Context: an optimization exercise on an open-source flow, tuned for small area, a short achievable clock period and few clock cycles. The choices shown serve that exercise and are no tape-out recipe.
At most, simulation tests tie the RTL to the original design; equivalence was not proved.

// arc_detector
module arc_detector (
    input  wire        clk,
    input  wire        rst,         
    input  wire [14:0] depth,       
    input  wire [14:0] alpha,       
    input  wire [14:0] floor_q,     
    input  wire [5:0]  confirm,     
    input  wire [15:0] holdoff,     
    input  wire [7:0]  limit,       
    input  wire [15:0] learn,       
    input  wire        latch_in,    
    input  wire        s_valid,
    input  wire [15:0] s_data,      
    input  wire        s_clr,       
    output wire        s_ready,
    output reg         r_valid,
    output reg         r_evt,       
    output reg         r_inh,       
    output reg         r_latch,     
    output reg  [31:0] r_arcs       
);
    localparam [10:0] POLL_LAST = 11'd1999;    
    reg               va, vb;
    reg  signed [15:0] xa;
    reg               x15;           
    reg               ca, clr;
    reg        [15:0] dq;            
    reg        [14:0] alpha_r;
    reg        [14:0] d_r;           
    wire       [15:0] dq_next;
    wire              stall;
    assign s_ready = ~stall;
    always @(posedge clk) begin
        if (rst) begin
            va <= 1'b0;
            vb <= 1'b0;
        end else if (!stall) begin
            va <= s_valid;
            vb <= va;
        end
        if (!stall) begin
            xa  <= s_data;
            ca  <= s_clr;
            x15 <= xa[15];
            clr <= ca;
        end
        dq      <= stall ? {x15, {15{~x15}}} : dq_next;
        alpha_r <= alpha;
        d_r     <= depth;
    end
    wire xv = vb & ~stall;
    reg signed [30:0] b;
    reg        [15:0] c;
    reg               m_hold, m_learn;
    reg        [10:0] poll;
    wire signed [15:0] bq = b[30:15];
    wire [14:0] bq_u = b[29:15];
    wire above_floor = ~b[30] & (b[29:15] >= floor_q);
    wire ovf = (x15 ^ b[30]) & (dq[15] ^ x15);
    assign stall = vb & ovf;
    wire [15:0] s = dq;
    wire ba_one0 = alpha_r[0] ^ 1'b0;
  ...
Size: roughly 160 flip-flops, ~150 I/O pins, roughly 0.026 mm2 of cells after synthesis.
clock: 14.0 ns
lec_check: 0
cap_margin: 20
core_margin: 2
core_utilization: 55
slew_margin: 20
standard.sh (not shown) runs the stock make flow with config.mk's settings and CLKGATE_MAP_FILE= SYNTH_SCRIPT=/design/flow/synth_recipe.tcl, a recipe that flattens the netlist after the stock synthesis.
==> flow/flow/run.sh <==
#!/bin/bash
# The standard layout, with timing repair asked to leave setup slack so that
# the design runs well below the fixed clock period.
set -euo pipefail
bash standard.sh SETUP_SLACK_MARGIN=6 finish > standard.log 2>&1
Testbench counts at the start, summed over its fixed seeds: cycles 192,024.
Rerun with:
==> flow/flow/run.sh (replaced) <==
#!/bin/bash
# The standard layout, with timing repair asked to leave setup slack so that
# the design runs well below the fixed clock period.
set -euo pipefail
bash standard.sh SETUP_SLACK_MARGIN=7 finish > standard.log 2>&1
Effect:
- final cell count barely changes
- maximum frequency rises by roughly a tenth
- final area rises slightly

========
Another version of the RTL of arc_detector (not shown whole).
Size: about 150 I/O pins, roughly 23000 um2 of cells after synthesis.
Settings: LEC_CHECK=0, CAP_MARGIN=20, CORE_MARGIN=2, CORE_UTILIZATION=55, SLEW_MARGIN=20; clock period 14.0 ns.
==> flow/flow/run.sh <==
#!/bin/bash
# The standard layout, with timing repair asked to leave setup slack so that
# the design runs well below the fixed clock period.
set -euo pipefail
bash standard.sh SETUP_SLACK_MARGIN=7 finish > standard.log 2>&1
The baseline ran to the end with no violations.
Testbench counts at the start, summed over its fixed seeds: cycles 192,024.
Rerun with:
--- a/flow/flow/run.sh
+++ b/flow/flow/run.sh
@@ -5 +5 @@
-bash standard.sh SETUP_SLACK_MARGIN=7 finish > standard.log 2>&1
+bash standard.sh SETUP_SLACK_MARGIN=9 finish > standard.log 2>&1
The changed run completed with no timing, DRC or antenna violations.
Critical path depth goes down by 1.
Routed wire length goes up by about a fifth.
Hold slack loses 0.0038 ns.

========
arc_detector, a different RTL version from the one above (not shown whole).
Size: roughly 2700 cells after synthesis, about 180 flip-flops, about 23000 um^2 of cells after synthesis.
==> flow/config.mk <==
export PLATFORM = sky130hd
export DESIGN_NAME = arc_detector
export DESIGN_NICKNAME = arc_detector
export VERILOG_FILES = /design/flow/design.v
export SDC_FILE = /design/flow/constraint.sdc
export NUM_CORES = 4
export LEC_CHECK = 0
export CAP_MARGIN = 20
export CORE_MARGIN = 2
export CORE_UTILIZATION = 55
export SLEW_MARGIN = 20
==> flow/constraint.sdc <==
create_clock -name core_clock -period 14.0 [get_ports {clk}]
set_input_delay 2.8000 -clock core_clock [delete_from_list [all_inputs] [get_ports {clk}]]
set_output_delay 2.8000 -clock core_clock [all_outputs]
set_load 0.01 [all_outputs]
==> flow/flow/run.sh <==
#!/bin/bash
# The standard layout, with timing repair asked to leave setup slack so that
# the design runs well below the fixed clock period.
set -euo pipefail
bash standard.sh SETUP_SLACK_MARGIN=7 finish > standard.log 2>&1
Testbench counts at the start, summed over its fixed seeds: cycles 192,024.
Edit:
--- a/flow/flow/run.sh
+++ b/flow/flow/run.sh
@@ -5 +5 @@
-bash standard.sh SETUP_SLACK_MARGIN=7 finish > standard.log 2>&1
+bash standard.sh SETUP_SLACK_MARGIN=8 finish > standard.log 2>&1
CORE_UTILIZATION = 65   (was 55)
Effect: The changed run went through all stages and came out clean. Setup slack improved by 0.79 ns. Design area is higher by 2.4%. Routed wire length is higher by 0.30%. Area after synthesis is unchanged. Cell count is lower by 1.5%. First-iteration DRC count is higher by 37%. Utilization is higher by 13 points. Die area is lower by 15%.
Edit:
CORE_UTILIZATION = 55   (was 65)
After rerunning: First-iteration DRC count came out lower by 25%. Cell count came out higher by 3.1%. Synthesized area is unchanged. Wire length came out higher by 0.58%. Via count came out lower by 2.1%. Core utilization came out lower by 10 points. Setup slack gets better by 0.025 ns. Clock-buffer cell count is unchanged.

========
## Q
arc_detector, a different RTL version from the one above (not shown whole).
Size in the first run: about 180 flip-flops, roughly 150 I/O pins, ~27000 sq um of cells after synthesis.
==> flow/config.mk <==
export PLATFORM = sky130hd
export DESIGN_NAME = arc_detector
export DESIGN_NICKNAME = arc_detector
export VERILOG_FILES = /design/flow/design.v
export SDC_FILE = /design/flow/constraint.sdc
export NUM_CORES = 4
export LEC_CHECK = 0
export CAP_MARGIN = 20
export CORE_MARGIN = 2
export CORE_UTILIZATION = 55
export SLEW_MARGIN = 20
==> flow/constraint.sdc <==
create_clock -name core_clock -period 14.0 [get_ports {clk}]
set_input_delay 2.8000 -clock core_clock [delete_from_list [all_inputs] [get_ports {clk}]]
set_output_delay 2.8000 -clock core_clock [all_outputs]
set_load 0.01 [all_outputs]
==> flow/flow/run.sh <==
#!/bin/bash
# The standard layout, with timing repair asked to leave setup slack so that
# the design runs well below the fixed clock period.
set -euo pipefail
bash standard.sh SETUP_SLACK_MARGIN=7 finish > standard.log 2>&1
Q closes out successfully: all stages finished, all timing, DRC and antenna checks passed.
The inputs of R differ from those of Q as listed below.
Settings: CORE_UTILIZATION changed from 55 to 40.
==> flow/flow/run.sh <==
#!/bin/bash
# The standard layout, with timing repair asked to leave setup slack so that
# the design runs well below the fixed clock period.
set -euo pipefail
bash standard.sh SETUP_SLACK_MARGIN=8 finish > standard.log 2>&1
Findings:
No stage failed in R, and the final checks on the layout all came back clean.
Delta (R minus Q): final area went up by about 12%; maximum number of pins on one net before global-route repair now sits higher; sequential share of cell area shrank by 1.2 points.
No functional check of the RTL was part of any run of this note.

========
arc_detector, a different RTL version from the one above (not shown whole).
For scale: about 3,200 cells after synthesis, ~24,000 um2 of cells after synthesis.
Design arc_detector, start of the top module:
module arc_detector (
    input  wire        clk,
    input  wire        rst,         
    input  wire [14:0] depth,       
    input  wire [14:0] alpha,       
    input  wire [14:0] floor_q,     
    input  wire [5:0]  confirm,     
    input  wire [15:0] holdoff,     
    input  wire [7:0]  limit,       
    input  wire [15:0] learn,       
    input  wire        latch_in,    
    input  wire        s_valid,
    input  wire [15:0] s_data,      
    input  wire        s_clr,       
    output wire        s_ready,
    output reg         r_valid,
    output reg         r_evt,       
    output reg         r_inh,       
    output reg         r_latch,     
    output reg  [31:0] r_arcs       
);
clock: 14.0 ns
lec_check: 0
cap_margin: 20
core_margin: 2
core_utilization: 40
slew_margin: 20
run.sh (not shown) runs the stock make flow with config.mk's settings and CLKGATE_MAP_FILE= SYNTH_SCRIPT=/design/flow/synth_recipe.tcl, a recipe that flattens the netlist after the stock synthesis.
Stock flow here: none of the scripts above is used.
Testbench counts at the start, summed over its fixed seeds: cycles 192,016.
Then changed:
==> flow/flow/run.sh (new file) <==
#!/bin/bash
# The standard layout, with timing repair asked to leave setup slack so that
# the design runs well below the fixed clock period.
set -euo pipefail
bash standard.sh SETUP_SLACK_MARGIN=8 finish > standard.log 2>&1
==> flow/standard.sh (new file) <==
#!/bin/bash
# synth_recipe.tcl (not shown) runs the flow's synth.tcl, then flattens the netlist and writes it again
# the make line also repeats each setting of config.mk as NAME=value (left out here)
make -C /OpenROAD-flow-scripts/flow DESIGN_CONFIG=/design/flow/config.mk WORK_HOME=/design/flow/orfs CLKGATE_MAP_FILE= SYNTH_SCRIPT=/design/flow/synth_recipe.tcl "${@:-finish}"
removed: flow/run.sh
=>
- synthesized cell count does not change
- via count went up by a few percent
- final area went up by about a fifth
- clock-buffer cell count went down by 1
- routed wire length went up by a little under a tenth
- worst setup slack gains 3.2 ns

========
arc_detector, a different RTL version from the one above (not shown whole).
Size in the first run: about 3700 cells after synthesis, ~150 I/O pins, ~0.028 sq mm of cells after synthesis.
Settings: LEC_CHECK=0, CAP_MARGIN=20, CORE_MARGIN=2, CORE_UTILIZATION=40, SLEW_MARGIN=20; clock period 14.0 ns.
standard.sh (not shown) runs the stock make flow with config.mk's settings and CLKGATE_MAP_FILE= SYNTH_SCRIPT=/design/flow/synth_recipe.tcl, a recipe that flattens the netlist after the stock synthesis.
==> flow/flow/run.sh <==
#!/bin/bash
# The standard layout, with timing repair asked to leave setup slack so that
# the design runs well below the fixed clock period.
set -euo pipefail
bash standard.sh SETUP_SLACK_MARGIN=7 finish > standard.log 2>&1
Testbench counts at the start, summed over its fixed seeds: cycles 192,016.
Rerun with:
==> flow/run.sh (new file) <==
#!/bin/bash
# synth_recipe.tcl (not shown) runs the flow's synth.tcl, then flattens the netlist and writes it again
# the make line also repeats each setting of config.mk as NAME=value (left out here)
make -C /OpenROAD-flow-scripts/flow DESIGN_CONFIG=/design/flow/config.mk WORK_HOME=/design/flow/orfs CLKGATE_MAP_FILE= SYNTH_SCRIPT=/design/flow/synth_recipe.tcl finish
removed: flow/flow/run.sh
removed: flow/standard.sh
=>
- worst setup slack gets worse by 2200 ps
- cell area is lower by 8.3%
- global-route usage is lower by 1.6 points
- register-to-register slack gets worse by 2200 ps
- via count is lower by 3.6%
- utilization is lower by 4.0 points
- non-clock buffer count is lower by 110
- synthesized cell count is unchanged

========
Another version of the RTL of arc_detector (not shown whole).
For scale: roughly 2700 cells after synthesis, about 200 flip-flops, ~150 I/O pins, about 0.024 mm² of cells after synthesis.
export LEC_CHECK = 0
export CAP_MARGIN = 20
export CORE_MARGIN = 2
export CORE_UTILIZATION = 55
export SLEW_MARGIN = 20
create_clock -name core_clock -period 14.0 [get_ports {clk}]
==> flow/flow/run.sh <==
#!/bin/bash
# The standard layout, with timing repair asked to leave setup slack so that
# the design runs well below the fixed clock period.
set -euo pipefail
bash standard.sh SETUP_SLACK_MARGIN=9 finish > standard.log 2>&1
The starting point completed with no timing, DRC or antenna violations.
Testbench counts at the start, summed over its fixed seeds: cycles 192,024.
Then changed:
--- a/flow/flow/run.sh
+++ b/flow/flow/run.sh
@@ -5 +5 @@
-bash standard.sh SETUP_SLACK_MARGIN=9 finish > standard.log 2>&1
+bash standard.sh SETUP_SLACK_MARGIN=8 finish > standard.log 2>&1
After rerunning: Setup slack is worse by 0.18 ns; via count shrinks by 7.6%; global-route usage shrinks by 5.4 points; wire length shrinks by 16%.

========
== pepper ==
Another version of the RTL of arc_detector (not shown whole).
Size: roughly 3300 cells after synthesis, ~150 flip-flops, about 150 I/O pins, roughly 0.025 mm^2 of cells after synthesis.
Settings: LEC_CHECK=0, CAP_MARGIN=20, CORE_MARGIN=2, CORE_UTILIZATION=55, SLEW_MARGIN=20; clock period 14.0 ns.
==> flow/flow/run.sh <==
#!/bin/bash
# The standard layout, with timing repair asked to leave setup slack so that
# the design runs well below the fixed clock period.
set -euo pipefail
bash standard.sh SETUP_SLACK_MARGIN=7 finish > standard.log 2>&1
Testbench counts of pepper, summed over its fixed seeds: cycles 192,016.
For quartz, these inputs were changed with respect to pepper:
==> flow/flow/run.sh <==
#!/bin/bash
# The standard layout, with timing repair asked to leave setup slack so that
# the design runs well below the fixed clock period.
set -euo pipefail
bash standard.sh SETUP_SLACK_MARGIN=8 finish > standard.log 2>&1
-- flow/config.mk --
<<< pepper, line 8
export CAP_MARGIN = 20
export CORE_MARGIN = 2
export CORE_UTILIZATION = 55
export SLEW_MARGIN = 20
>>> quartz, line 8
export CAP_MARGIN = 20
export CORE_MARGIN = 2
export CORE_UTILIZATION = 40
export SLEW_MARGIN = 20
[summary]
- Taking pepper as the reference, in quartz synthesized cell count about even; number of clock sinks held steady; number of max-slew violations in the final report about even.
- Going from pepper to quartz, the post-placement cell count was found to have gone up by about 5%.
- Measured against each other, quartz and pepper differ in largest stage delay on the critical path, the higher figure coming from pepper.

what the ideal ports hide:
No port has a modelled driver above. Below, the same layouts with a new extraction and two added sets of constraints.
Step 1: set_driving_cell puts a clkbuf_16 on clk and a buf_2 on each other input, an assumption about the parent block.
Step 2 also shifts input and output timing later by t, the mid clock arrival at the registers, as if the neighbouring blocks saw the same clock.
a / b / c = no drivers / after step 1 / after step 2; a / b = the first two.
run	t (ns)	slack for setup (ns)	hold slack, ns	worst data-port slew with drivers (ns)
the first run of note 1	0.565	6.346 / 6.346 / 6.346	0.426 / 0.426 / 0.426	0.06
the second run of note 1	0.565	7.215 / 7.215 / 7.215	0.424 / 0.424 / 0.424	0.06
the first run of note 2	0.554	7.245 / 7.245 / 7.245	0.426 / 0.426 / 0.426	0.09
the second run of note 2	0.551	8.442 / 8.442 / 8.118	0.423 / 0.423 / 0.423	0.05
the first run of note 3	0.546	7.318 / 7.318 / 7.318	0.453 / 0.453 / 0.453	0.07
the second run of note 3	0.517	8.113 / 8.092 / 7.958	0.423 / 0.423 / 0.423	0.07
the third run of note 3	0.541	8.138 / 8.138 / 7.911	0.426 / 0.426 / 0.426	0.07
Q	0.544	7.171 / 7.171 / 7.060	0.358 / 0.358 / 0.358	0.11
R	0.553	7.710 / 7.710 / 7.528	0.324 / 0.324 / 0.324	0.07
the first run of note 5	0.546	3.189 / 3.189 / 3.189	0.464 / 0.464 / 0.464	0.11
the second run of note 5	0.539	6.361 / 6.361 / 6.361	0.478 / 0.478 / 0.478	0.06
the first run of note 6	0.560	6.324 / 6.324 / 6.324	0.501 / 0.501 / 0.501	0.10
the second run of note 6	0.560	4.100 / 4.100 / 4.100	0.487 / 0.487 / 0.487	0.09
the first run of note 7	0.621	8.281 / 8.281 / 8.281	0.427 / 0.427 / 0.427	0.10
the second run of note 7	0.639	8.101 / 8.101 / 8.101	0.430 / 0.430 / 0.430	0.10
pepper	0.548	6.859 / 6.859 / 6.859	0.486 / 0.486 / 0.486	0.07
quartz	0.558	6.907 / 6.907 / 6.907	0.490 / 0.490 / 0.490	0.07
After both steps every run listed still meets setup and hold. The setup slack of the second run of note 2, which loses most, moves by 0.000 ns with the drivers and by -0.324 ns with both steps.
